Background: an optimization exercise with open tools, aiming at small area, a short achievable clock period and few clock cycles per item. Do not read the settings as production practice.
Where RTL was checked, it was by simulation tests only, not by an equivalence proof against the original.

==> flow/design.v <==
module cdt_builder (
    input  wire        clk,
    input  wire        rst,             
    input  wire [4:0]  cfg_k,
    input  wire [10:0] cfg_min_used,
    input  wire [10:0] cfg_max_used,
    input  wire [15:0] cfg_max_width,
    input  wire [2:0]  cfg_interp,
    input  wire        in_valid,
    output wire        in_ready,
    input  wire [24:0] in_count,
    output reg         out_valid,
    output reg  [9:0]  out_code,
    output reg  [15:0] out_entry,
    output reg  [9:0]  out_fine,
    output reg         out_wrap,
    output reg         res_valid,
    output wire [2:0]  res_interp,
    output reg         res_accept,
    output wire [10:0] res_used,
    output wire [24:0] res_widest,
    output reg         res_event,
    output wire [7:0]  res_acc_mask
);
    reg         v1;
    wire [9:0]  cprev = out_code + {8'd0, v0 & v1, v0 ^ v1};
    reg         first;
    reg         last;
    reg  [2:0]  st;             
    reg         rdy;            
    assign in_ready = rdy;
    wire        take  = in_valid & in_ready;       
    wire        clr   = first & in_ready;
    reg  [24:0] h0;             
    reg         v0;
    reg  [4:0]  k_q;            
    reg  [10:0] min_used_q;
    reg  [10:0] max_used_q;
    reg  [15:0] max_width_q;
    reg  [2:0]  interp_q;
    wire [4:0]  k_in  = {cfg_k[3], cfg_k[2:0] == 3'd7, cfg_k[2:0] == 3'd6,
                         cfg_k[2:0] == 3'd5, cfg_k[2:0] == 3'd4};
    wire [4:0]  k_now = first ? k_in : k_q;
    reg         chk;            
    wire        fin = v0 & first;           
    reg  [2:0]  hold;
    always @(*) begin
        hold = k_q[0] ? 3'd5 : k_q[1] ? 3'd4 : 3'd3;
    end
    always @(*) begin
        h0_d = ({25{take & k_now[0]}} & (in_count << 4)) |
               ({25{take & k_now[1]}} & (in_count << 3)) |
               ({25{take & k_now[2]}} & (in_count << 2)) |
               ({25{take & k_now[3]}} & (in_count << 1)) |
               ({25{take & k_now[4]}} & in_count) |
               ({25{fin}} & {1'b0, max_width_q, 8'd1});
    end
    reg  [24:0] h0_d;
    always @(posedge clk) begin
        h0    <= h0_d;
        if (rst) begin
            st    <= 3'd0;
            rdy   <= 1'b1;
            first <= 1'b1;
            last  <= 1'b0;
            v0    <= 1'b0;
            chk   <= 1'b0;
        end else begin
            v0  <= take;
            chk <= fin;
            if (take) begin
                first <= last;
                last  <= (cprev == 10'd1021);
            end
            if (take & last)
                st <= hold;
            else if (st != 3'd0)
                st <= st - 3'd1;
            rdy <= ~(take & last) & ((st == 3'd0) | (st == 3'd1));
        end
        if (clr) begin
            k_q         <= k_in;
            min_used_q  <= cfg_min_used;
            max_used_q  <= cfg_max_used;
            max_width_q <= cfg_max_width;
            interp_q    <= cfg_interp;
        end
    end
    reg  [12:0] a_lo;
    reg  [12:0] a_hi;
    reg         a_c;
    reg  [10:0] used;
    reg  [24:0] widest;         
    reg         ge_min;         
    reg         over_max;       
    wire [13:0] s_lo_d = {1'b0, a_lo} + {1'b0, h0[12:0]};
    wire [12:0] s_hi_d = a_hi + {1'b0, h0[24:13]} + {12'd0, a_c};
    wire [13:0] a_lo_d = {1'b0, a_lo} + {1'b0, h0[11:0], 1'b0};
    wire [12:0] a_hi_d = a_hi + h0[24:12] + {12'd0, a_c};
    wire        nz    = v0 & (|h0);
    wire        gt_hi = h0[24:12] > widest[24:12];
    wire        eq_hi = h0[24:12] == widest[24:12];
    wire        gt_lo = h0[11:0] > widest[11:0];
    wire        gt    = gt_hi | (eq_hi & gt_lo);
    reg         shift;
    always @(*) begin
        shift = (k_q[0] & (st >= 3'd1) & (st <= 3'd4)) |
                (k_q[1] & (st >= 3'd1) & (st <= 3'd3)) |
                (k_q[2] & (st >= 3'd1) & (st <= 3'd2)) |
                (k_q[3] & (st == 3'd2));
    end
    always @(posedge clk) begin
        a_lo <= clr ? 13'd256 : a_lo_d[12:0];
        a_hi <= clr ? 13'd0   : a_hi_d;
        a_c  <= ~clr & a_lo_d[13];
        used <= clr ? 11'd0 : (used + {10'd0, nz});
        if (shift | clr | chk | gt)
            widest <= shift ? (widest >> 1) : clr ? 25'd0 : chk ? widest : h0;
        ge_min   <= ~clr & (ge_min | (used == min_used_q));
        over_max <= ~clr & (over_max | (nz & (used == max_used_q)));
    end
    reg  [12:0] s_hi;           
    reg         s_c;
    reg  [3:0]  s_mid;          
    wire [12:0] e_hi      = s_hi + {12'd0, s_c};           
    wire [16:0] e17       = {e_hi, s_mid};                 
    wire [15:0] entry     = e17[15:0] | {16{e17[16]}};
    wire [12:0] fine_sum  = s_hi + {11'd0, 1'b1, s_c};
    wire [10:0] fine_full = fine_sum[12:2];
    always @(posedge clk) begin
        s_hi  <= s_hi_d;
        s_c   <= s_lo_d[13];
        s_mid <= s_lo_d[12:9];
        if (rst) begin
            v1        <= 1'b0;
            out_valid <= 1'b0;
            out_code  <= 10'h3FF;
        end else begin
            v1        <= v0;
            out_valid <= v1;
            out_code  <= out_code + {9'd0, v1};
        end
        out_entry <= entry;
        out_fine  <= fine_full[9:0];
        out_wrap  <= fine_full[10];
    end
    wire        used_ok = (ge_min | (used == min_used_q)) & ~over_max;
    reg  [3:0]  run [0:7];
    reg  [7:0]  acc_mask;
    integer     i;
    wire        judge = (st == 3'd1);
    reg  [3:0]  run_sel;        
    wire [3:0]  run_new = accept ? 4'd0 :
                          (run_sel == 4'b1100) ? 4'b1100 :
                          {run_sel[2:0], ~(run_sel[3] ^ run_sel[2])};
    reg         accept;         
    always @(posedge clk) begin
        if (chk)
            accept <= gt & used_ok;
        if (judge)
            res_accept <= accept;
        run_sel   <= run[interp_q];
        res_event <= ~accept & (run_sel == 4'b0110);
        if (rst) begin
            res_valid <= 1'b0;
            acc_mask  <= 8'd0;
            for (i = 0; i < 8; i = i + 1)
                run[i] <= 4'd0;
        end else begin
            res_valid <= judge;
            for (i = 0; i < 8; i = i + 1)
                if (judge && interp_q == i) begin
                    run[i] <= run_new;
                    if (accept)
                        acc_mask[i] <= 1'b1;
                end
        end
    end
    assign res_interp   = interp_q;
    assign res_used     = used;
    assign res_widest   = widest;
    assign res_acc_mask = acc_mask;
endmodule
clock: 6.0 ns
lec_check: 0
cap_margin: 20
core_margin: 2
core_utilization: 50
cts_cluster_diameter: 100
cts_cluster_size: 20
setup_slack_margin: 3.6
slew_margin: 20
tns_end_percent: 10
standard.sh (not shown) runs the stock make flow with config.mk's settings and CLKGATE_MAP_FILE= SYNTH_SCRIPT=/design/flow/synth_recipe.tcl, a recipe that flattens the netlist after the stock synthesis.
==> flow/flow/run.sh <==
#!/bin/bash
# The standard layout, with buf_1 (rather than the default buffer) on the
# input and output ports; every port still gets its own buffer.
set -o pipefail
bash standard.sh "BUFFER_PORTS_ARGS=-buffer_cell sky130_fd_sc_hd__buf_1" finish > standard_make.log 2>&1
Rerun with:
--- a/flow/design.v
+++ b/flow/design.v
@@ -25,25 +25,26 @@
     reg         v1;
     wire [9:0]  cprev = out_code + {8'd0, v0 & v1, v0 ^ v1};
     reg         first;
     reg         last;
     reg  [2:0]  st;             
     reg         rdy;            
+    reg  [4:0]  k_nx;           
     assign in_ready = rdy;
     wire        take  = in_valid & in_ready;       
     wire        clr   = first & in_ready;
     reg  [24:0] h0;             
     reg         v0;
     reg  [4:0]  k_q;            
     reg  [10:0] min_used_q;
     reg  [10:0] max_used_q;
     reg  [15:0] max_width_q;
     reg  [2:0]  interp_q;
     wire [4:0]  k_in  = {cfg_k[3], cfg_k[2:0] == 3'd7, cfg_k[2:0] == 3'd6,
                          cfg_k[2:0] == 3'd5, cfg_k[2:0] == 3'd4};
-    wire [4:0]  k_now = first ? k_in : k_q;
+    wire [4:0]  k_now = first ? k_nx : k_q;
     reg         chk;            
     wire        fin = v0 & first;           
     reg  [2:0]  hold;
     always @(*) begin
         hold = k_q[0] ? 3'd5 : k_q[1] ? 3'd4 : 3'd3;
     end
@@ -55,15 +56,16 @@
                ({25{take & k_now[4]}} & in_count) |
                ({25{fin}} & {1'b0, max_width_q, 8'd1});
     end
     reg  [24:0] h0_d;
     always @(posedge clk) begin
         h0    <= h0_d;
+        k_nx  <= k_in;
         if (rst) begin
             st    <= 3'd0;
-            rdy   <= 1'b1;
+            rdy   <= 1'b0;
             first <= 1'b1;
             last  <= 1'b0;
             v0    <= 1'b0;
             chk   <= 1'b0;
         end else begin
             v0  <= take;
@@ -73,13 +75,14 @@
                 last  <= (cprev == 10'd1021);
             end
             if (take & last)
                 st <= hold;
             else if (st != 3'd0)
                 st <= st - 3'd1;
-            rdy <= ~(take & last) & ((st == 3'd0) | (st == 3'd1));
+            rdy <= ~(take & last) & ((st == 3'd0) | (st == 3'd1)) &
+                   (~(take ? last : first) | in_valid);
         end
         if (clr) begin
             k_q         <= k_in;
             min_used_q  <= cfg_min_used;
             max_used_q  <= cfg_max_used;
             max_width_q <= cfg_max_width;
@@ -95,16 +98,13 @@
     reg         over_max;       
     wire [13:0] s_lo_d = {1'b0, a_lo} + {1'b0, h0[12:0]};
     wire [12:0] s_hi_d = a_hi + {1'b0, h0[24:13]} + {12'd0, a_c};
     wire [13:0] a_lo_d = {1'b0, a_lo} + {1'b0, h0[11:0], 1'b0};
     wire [12:0] a_hi_d = a_hi + h0[24:12] + {12'd0, a_c};
     wire        nz    = v0 & (|h0);
-    wire        gt_hi = h0[24:12] > widest[24:12];
-    wire        eq_hi = h0[24:12] == widest[24:12];
-    wire        gt_lo = h0[11:0] > widest[11:0];
-    wire        gt    = gt_hi | (eq_hi & gt_lo);
+    wire        gt    = h0 > widest;
     reg         shift;
     always @(*) begin
         shift = (k_q[0] & (st >= 3'd1) & (st <= 3'd4)) |
                 (k_q[1] & (st >= 3'd1) & (st <= 3'd3)) |
                 (k_q[2] & (st >= 3'd1) & (st <= 3'd2)) |
                 (k_q[3] & (st == 3'd2));
@@ -146,35 +146,31 @@
     end
     wire        used_ok = (ge_min | (used == min_used_q)) & ~over_max;
     reg  [3:0]  run [0:7];
     reg  [7:0]  acc_mask;
     integer     i;
     wire        judge = (st == 3'd1);
-    reg  [3:0]  run_sel;        
-    wire [3:0]  run_new = accept ? 4'd0 :
+    wire [3:0]  run_sel = run[interp_q];
+    wire [3:0]  run_new = res_accept ? 4'd0 :
                           (run_sel == 4'b1100) ? 4'b1100 :
                           {run_sel[2:0], ~(run_sel[3] ^ run_sel[2])};
-    reg         accept;         
     always @(posedge clk) begin
         if (chk)
-            accept <= gt & used_ok;
-        if (judge)
-            res_accept <= accept;
-        run_sel   <= run[interp_q];
-        res_event <= ~accept & (run_sel == 4'b0110);
+            res_accept <= gt & used_ok;
+        res_event <= ~res_accept & (run_sel == 4'b0110);
         if (rst) begin
             res_valid <= 1'b0;
             acc_mask  <= 8'd0;
             for (i = 0; i < 8; i = i + 1)
                 run[i] <= 4'd0;
         end else begin
             res_valid <= judge;
             for (i = 0; i < 8; i = i + 1)
                 if (judge && interp_q == i) begin
                     run[i] <= run_new;
-                    if (accept)
+                    if (res_accept)
                         acc_mask[i] <= 1'b1;
                 end
         end
     end
     assign res_interp   = interp_q;
     assign res_used     = used;
The new run completed without violations.
Cell count is higher by 1.6%.
Clock skew came out higher by 0.012 ns.
Flip-flop and latch count does not change.
Maximum frequency went up by 5.2%.
Wire length rose by 2.8%.
Worst setup slack improves by 0.13 ns.
Clock-buffer cell count is unchanged.
Die area climbs by 1.9%.
Sequential share of layout area goes down by 0.46 points.
First-iteration DRC count goes down by 12%.
Utilization hardly moves.
Testbench counts after the change, summed over its fixed seeds: cycles 65,753, items 65,536.
No functional check of the RTL was part of the first run of this note.

==> what the ideal ports hide <==
The flow's constraints put no driver on any port. The routed layouts listed below were extracted and timed again, unchanged, in two steps.
Step 1 assumes that a clkbuf_16 drives the clock port and a buf_2 every other input.
Step 2 adds t to the input delays and takes it off the output delays; t is the mean of the earliest and latest rising clock arrival at the registers after step 1. Input paths then give back, and output paths get back, about the clock's delay inside the block.
Three values: no drivers, after step 1, after step 2; two values: the first two.
run	shift t [ns]	slack for setup (ns)	worst data-port slew with drivers (ns)
the first run	0.533	3.436 / 3.390 / 3.443	0.04
the second run	0.542	3.564 / 3.514 / 3.474	0.05
After both steps setup and hold are still met in every run listed. The setup slack of the second run, which loses most, moves by -0.050 ns with the drivers and by -0.090 ns with both steps.
